What follows belongs to an exercise in optimizing a design on an open flow for small area, a short achievable clock period and few clock cycles per item; a production flow would make more cautious choices.
The RTL was checked by simulation tests, not by an equivalence proof against the original design.
Power is estimated from default activity; no workload was simulated.

**config.mk**
```make
export PLATFORM = sky130hd
export DESIGN_NAME = cry_sha256
export DESIGN_NICKNAME = cry_sha256
export VERILOG_FILES = /design/flow/design.v
export SDC_FILE = /design/flow/constraint.sdc
export NUM_CORES = 4
export LEC_CHECK = 0
export CAP_MARGIN = 20
export CORE_MARGIN = 2
export CORE_UTILIZATION = 40
export PLACE_DENSITY = 0.6
export SLEW_MARGIN = 20
```
**constraint.sdc**
```tcl
create_clock -name core_clock -period 10.0 [get_ports {clk}]
set_input_delay 2.0000 -clock core_clock [delete_from_list [all_inputs] [get_ports {clk}]]
set_output_delay 2.0000 -clock core_clock [all_outputs]
set_load 0.01 [all_outputs]
```
**design.v**
```verilog
module cry_sha256 (
    input  wire         clk,
    input  wire         rst,
    input  wire         in_valid,
    output wire         in_ready,
    input  wire         in_first,
    input  wire [31:0]  in_data,
    output wire         out_valid,
    output wire [255:0] digest
);
    localparam [1:0] S_LOAD  = 2'd0,
                     S_ROUND = 2'd1,
                     S_FINAL = 2'd2;
    localparam [255:0] IV = {32'h6a09e667, 32'hbb67ae85, 32'h3c6ef372, 32'ha54ff53a,
                             32'h510e527f, 32'h9b05688c, 32'h1f83d9ab, 32'h5be0cd19};
    reg  [1:0]   state;
    reg  [3:0]   wcnt;         
    reg  [5:0]   t;            
    reg  [511:0] w;            
    reg  [31:0]  a, b, c, d, e, f, g, h;
    reg  [255:0] hv;           
    reg          out_valid_r;
    reg [31:0] kt;
    always @* begin
        case (t)
            6'd0: kt = 32'h428a2f98;
            6'd1: kt = 32'h71374491;
            6'd2: kt = 32'hb5c0fbcf;
            6'd3: kt = 32'he9b5dba5;
            6'd4: kt = 32'h3956c25b;
            6'd5: kt = 32'h59f111f1;
            6'd6: kt = 32'h923f82a4;
            6'd7: kt = 32'hab1c5ed5;
            6'd8: kt = 32'hd807aa98;
            6'd9: kt = 32'h12835b01;
            6'd10: kt = 32'h243185be;
            6'd11: kt = 32'h550c7dc3;
            6'd12: kt = 32'h72be5d74;
            6'd13: kt = 32'h80deb1fe;
            6'd14: kt = 32'h9bdc06a7;
            6'd15: kt = 32'hc19bf174;
            6'd16: kt = 32'he49b69c1;
            6'd17: kt = 32'hefbe4786;
            6'd18: kt = 32'h0fc19dc6;
            6'd19: kt = 32'h240ca1cc;
            6'd20: kt = 32'h2de92c6f;
            6'd21: kt = 32'h4a7484aa;
            6'd22: kt = 32'h5cb0a9dc;
            6'd23: kt = 32'h76f988da;
            6'd24: kt = 32'h983e5152;
            6'd25: kt = 32'ha831c66d;
            6'd26: kt = 32'hb00327c8;
            6'd27: kt = 32'hbf597fc7;
            6'd28: kt = 32'hc6e00bf3;
            6'd29: kt = 32'hd5a79147;
            6'd30: kt = 32'h06ca6351;
            6'd31: kt = 32'h14292967;
            6'd32: kt = 32'h27b70a85;
            6'd33: kt = 32'h2e1b2138;
            6'd34: kt = 32'h4d2c6dfc;
            6'd35: kt = 32'h53380d13;
            6'd36: kt = 32'h650a7354;
            6'd37: kt = 32'h766a0abb;
            6'd38: kt = 32'h81c2c92e;
            6'd39: kt = 32'h92722c85;
            6'd40: kt = 32'ha2bfe8a1;
            6'd41: kt = 32'ha81a664b;
            6'd42: kt = 32'hc24b8b70;
            6'd43: kt = 32'hc76c51a3;
            6'd44: kt = 32'hd192e819;
            6'd45: kt = 32'hd6990624;
            6'd46: kt = 32'hf40e3585;
            6'd47: kt = 32'h106aa070;
            6'd48: kt = 32'h19a4c116;
            6'd49: kt = 32'h1e376c08;
            6'd50: kt = 32'h2748774c;
            6'd51: kt = 32'h34b0bcb5;
            6'd52: kt = 32'h391c0cb3;
            6'd53: kt = 32'h4ed8aa4a;
            6'd54: kt = 32'h5b9cca4f;
            6'd55: kt = 32'h682e6ff3;
            6'd56: kt = 32'h748f82ee;
            6'd57: kt = 32'h78a5636f;
            6'd58: kt = 32'h84c87814;
            6'd59: kt = 32'h8cc70208;
            6'd60: kt = 32'h90befffa;
            6'd61: kt = 32'ha4506ceb;
            6'd62: kt = 32'hbef9a3f7;
            6'd63: kt = 32'hc67178f2;
            default: kt = 32'h0;
        endcase
    end
    assign in_ready  = (state == S_LOAD);
    assign out_valid = out_valid_r;
    assign digest    = hv;
    wire in_fire = in_valid && in_ready;
    wire [31:0] wt   = w[511:480];
    wire [31:0] s1e  = {e[5:0], e[31:6]} ^ {e[10:0], e[31:11]} ^ {e[24:0], e[31:25]};
    wire [31:0] ch   = (e & f) ^ (~e & g);
    wire [31:0] t1   = h + s1e + ch + kt + wt;
    wire [31:0] s0a  = {a[1:0], a[31:2]} ^ {a[12:0], a[31:13]} ^ {a[21:0], a[31:22]};
    wire [31:0] maj  = (a & b) ^ (a & c) ^ (b & c);
    wire [31:0] t2   = s0a + maj;
    wire [31:0] w1   = w[479:448];
    wire [31:0] w9   = w[223:192];
    wire [31:0] w14  = w[63:32];
    wire [31:0] sg0  = {w1[6:0], w1[31:7]} ^ {w1[17:0], w1[31:18]} ^ (w1 >> 3);
    wire [31:0] sg1  = {w14[16:0], w14[31:17]} ^ {w14[18:0], w14[31:19]} ^ (w14 >> 10);
    wire [31:0] wnew = sg1 + w9 + sg0 + wt;
    always @(posedge clk) begin
        if (rst) begin
            state       <= S_LOAD;
            wcnt        <= 4'd0;
            t           <= 6'd0;
            w           <= 512'd0;
            {a, b, c, d, e, f, g, h} <= 256'd0;
            hv          <= IV;
            out_valid_r <= 1'b0;
        end else begin
            out_valid_r <= 1'b0;
            case (state)
                S_LOAD: begin
                    if (in_fire) begin
                        w    <= {w[479:0], in_data};
                        wcnt <= wcnt + 4'd1;
                        if (wcnt == 4'd0 && in_first)
                            hv <= IV;
                        if (wcnt == 4'd15) begin
                            state <= S_ROUND;
                            t     <= 6'd0;
                            {a, b, c, d, e, f, g, h} <= hv;
                        end
                    end
                end
                S_ROUND: begin
                    {a, b, c, d, e, f, g, h} <= {t1 + t2, a, b, c, d + t1, e, f, g};
                    w <= {w[479:0], wnew};
                    t <= t + 6'd1;
                    if (t == 6'd63)
                        state <= S_FINAL;
                end
                S_FINAL: begin
                    hv <= {hv[255:224] + a, hv[223:192] + b, hv[191:160] + c, hv[159:128] + d,
                           hv[127:96]  + e, hv[95:64]   + f, hv[63:32]   + g, hv[31:0]    + h};
                    out_valid_r <= 1'b1;
                    wcnt  <= 4'd0;
                    state <= S_LOAD;
                end
                default: state <= S_LOAD;
            endcase
        end
    end
endmodule
```
**run.sh**
```bash
#!/bin/bash
# synth_recipe.tcl (not shown) runs the flow's synth.tcl, then flattens the netlist and writes it again
# the make line also repeats each setting of config.mk as NAME=value (left out here)
make -C /OpenROAD-flow-scripts/flow DESIGN_CONFIG=/design/flow/config.mk WORK_HOME=/design/flow/orfs CLKGATE_MAP_FILE= SYNTH_SCRIPT=/design/flow/synth_recipe.tcl finish
```
==> flow_summary.toml <==
[run_status]
status = "timing/DRC/antenna clean"

[global_route]
grt_pass1_vias = 57239
met2_usage_pct = 46.9
grt_max_degree = 244
antenna_found_initial = 5
grt_pass1_wl_um = 380000
grt_util_met1_pct = 40.1
grt_overflow = 0
gr-usage-met3_pct = 4.73
grt_use_total_pct = 29.7
top_usage_layer = "met2"

[synthesis]
yosysSeqAreaShare_pct = 32.3
yosysTopAreaCell = "dfxtp_1"
synth_area_um2 = 66200
synth-edff-count = 0
synth_top_area_share_pct = 32.3
syn_nets = 9129
synthTopCellsByCount = "nand2_1 (1707), dfxtp_1 (1069), a21oi_1 (912)"
yosys.cell_count.top_type = "nand2_1"
async_flop_share_pct = 0
synth_ff_type = "dfxtp_1"
ys.warnings.count = 1
ys_seq_elements = 1069
synth_area_leaders = "dfxtp_1 (32%), nand2_1 (9.7%), ha_1 (7.4%)"
synth.distinct_cells = 87
syn_inst = 8507
synth.avg_cell_area_um2 = 7.78

[drt]
dr.pass1.iters = 6
postRouteAntennaNets = 0
detail_route.iter0.violations = 6431
wl_per_cell_um = 24.2
drc = 0
viasPerCell = 5.72
vias = 61333
wl_um = 259000

[layout]
syn2layout_area_growth_pct = 12.9
drive_above_1_share_pct = 3.78
nets = 9048
fillers = 16533
utilization_pct = 45.4

[floorplanning]
dieArea_um2 = 169000
die_width_um = 411
die_h_um = 411
num_rows = 149
io_pins = 294
start_util_pct = 40.2
core_um2 = 165000

[timing]
worst_slack_ns = 1.86
worst_pin_slew_ns = 1.18
rsz0062_at_grt = "false"
fin_crit_ns = 8.14
fmax_mhz = 123
hold_viol_final = 0
setup_viol = 0
report.final.slew_viol_count = 0
fin_crit_sh_pct = 81.4
finalClockSkew_ns = 0.0823
slew_headroom_pct = 21.4
tns_ns = 0

[cts]
htree_levels = 3
cts_setup_buffers = 0
clock_latency_ns = 0.83
cts.repair.resized = 0
root_buffer = "clkbuf_16"
cts_buffers = 118
clkSinkCount = 1069
cts_buffer_depth = 3
ctsHoldBuffers = 0
cts_tree = "built"
clkTransAtPathRegs_ns = 0.07

[worst_setup_path]
worst_ep_required_time_ns = 10.60
worst_path_max_delay_cell = "dfxtp_1"
path_max_fanout = 7
cp-start-kind = "register"
crit_arrival_ns = 8.75
path_class = "register to register"
endpoint_kind = "register"
cp_slowest_stage_delay_ns = 0.61

[power]
total_power_mw = 9.43
p_per_area_nw_per_um2 = 126
leakage_nw = 30.1
ir_drop_uv = 165

[flow_run]
drv_cap = 0

[placed_design]
dp_hpwl_um = 191000
gp_congestion = 0.974
place_worst_setup_slack_ns = 2.08
io_buffers = 293

[hold_path]
hold_class = "register to register"
[worst paths after layout]
| path | from | end | slack (ns) | depth (start not counted) |
|---|---|---|---|---|
| min | w[384]$_SDFFE_PP0P_ | w[416]$_SDFFE_PP0P_ | 0.41 | 2 |
| max reg2reg | e[27]$_SDFFE_PP0P_ | a[31]$_SDFFE_PP0P_ | 1.86 | 32 |
| max | e[27]$_SDFFE_PP0P_ | a[31]$_SDFFE_PP0P_ | 1.86 | 32 |
| min reg2reg | w[384]$_SDFFE_PP0P_ | w[416]$_SDFFE_PP0P_ | 0.41 | 2 |
[sequential cells by signal, indices dropped and copies added, names as in the netlist]
name,cells
w,512
hv,256
a,32
b,32
c,32
d,32
e,32
f,32
g,32
h,32
kt,32
t,6
wcnt,4
state,2
out_valid_r,1
[per-layer routing]
| layer | up-vias | wire [µm] |
|---|---|---|
| met4 | 4 | 12900 |
| met2 | 2301 | 116000 |
| met5 | - | 26 |
| met1 | 29622 | 113000 |
| li1 | 28921 | - |
| met3 | 485 | 17800 |
[worst max-delay path, delay by kind of cell, from the launching register on]
kind                     cells  cell delay, ns
flip-flops                   1            0.61
buffers and inverters        4            0.31
AO/OA/AOI/OAI               15            3.38
AND/OR/NAND/NOR              4            0.34
XOR/XNOR                     4            1.30
adder cells (fa/ha/maj)      5            2.03
[power breakdown]
| part | internal, mW | switching [mW] | leakage [nW] | total [mW] |
|---|---|---|---|---|
| Sequential | 4.28 | 0.0217 | 8.62 | 4.30 |
| Combinational | 0.0811 | 0.254 | 19.4 | 0.335 |
| Clock | 2.84 | 1.96 | 2.07 | 4.79 |
[cell type report]
class,instances,area [µm²],share of cell area [%]
diodes,3,7.51,0.0100
repair buffers,363,3560,4.76
multi-input cells,6363,40900,54.7
clock inverters,56,901,1.21
inverters,511,1920,2.57
flip-flops and latches,1069,21400,28.6
clock buffers,166,3350,4.49
well taps,2189,2740,3.66
[placed cells by master, fill, tap and decap left out, types with 46 or more instances in the layout]
cell             synthesis  routed
a21o_1                 196     196
a21oi_1                912     910
nand3_1                 82      82
xor2_1                 206     206
buf_4                    0      62
inv_1                  507     506
clkdlybuf4s50_1          0     292
nor2_1                 639     636
xnor2_1                347     347
a211oi_1                68      68
a31oi_1                 46      46
a311oi_1               250     250
o21ai_0                275     275
clkbuf_16                0     119
dfxtp_1               1069    1069
fa_1                   195     195
nand2_1               1707    1706
o21a_1                  63      63
nor3_1                  80      79
a22oi_1                 68      68
o22ai_1                107     107
nand2b_1               128     124
ha_1                   391     391
o21ai_1                 53      52
[cells by family after synthesis]
family	Yosys count	synth area share, %
compound gates	2312	22.2
simple gates	2860	17.9
xor+xnor	556	7.40
fa+ha+maj	588	13.3
flops	1069	32.3
mux	47	0.745
buf+inv	1075	6.11
[metrics by stage]
step	hold WS, ns	area [µm²]	cells
floorplan	0.429	66200	8507
CTS	0.417	74700	10716
detailed placement	0.441	70500	10494
global route	0.444	74700	10717
global placement	0.436	70500	10494
finish	0.408	74700	10720
Testbench counts, summed over its fixed seeds: cycles 103,688, blocks 1,280.

## afterwards: timing with drivers on the ports
Ports are ideal in the flow. The routed layout listed here was re-timed in OpenROAD. Step 1: set_driving_cell puts a clkbuf_16 on clk and a buf_2 on each other input, an assumption about the parent block. Step 2 also shifts input and output timing later by t, the mid clock arrival at the registers, as if the neighbouring blocks saw the same clock. Slacks: ideal / step 1 / step 2; pairs: ideal / step 1.
t, ns: 0.867
setup WS [ns]: 1.858 / 1.858 / 1.858
hold slack, ns: 0.408 / 0.408 / 0.408
worst setup path after step 2: register to register
clock arrival spread, ns: 0.086 / 0.086
After both steps this run still meets setup and hold. For this run, drivers alone change the setup slack by 0.000 ns; drivers and shift together by 0.000 ns.
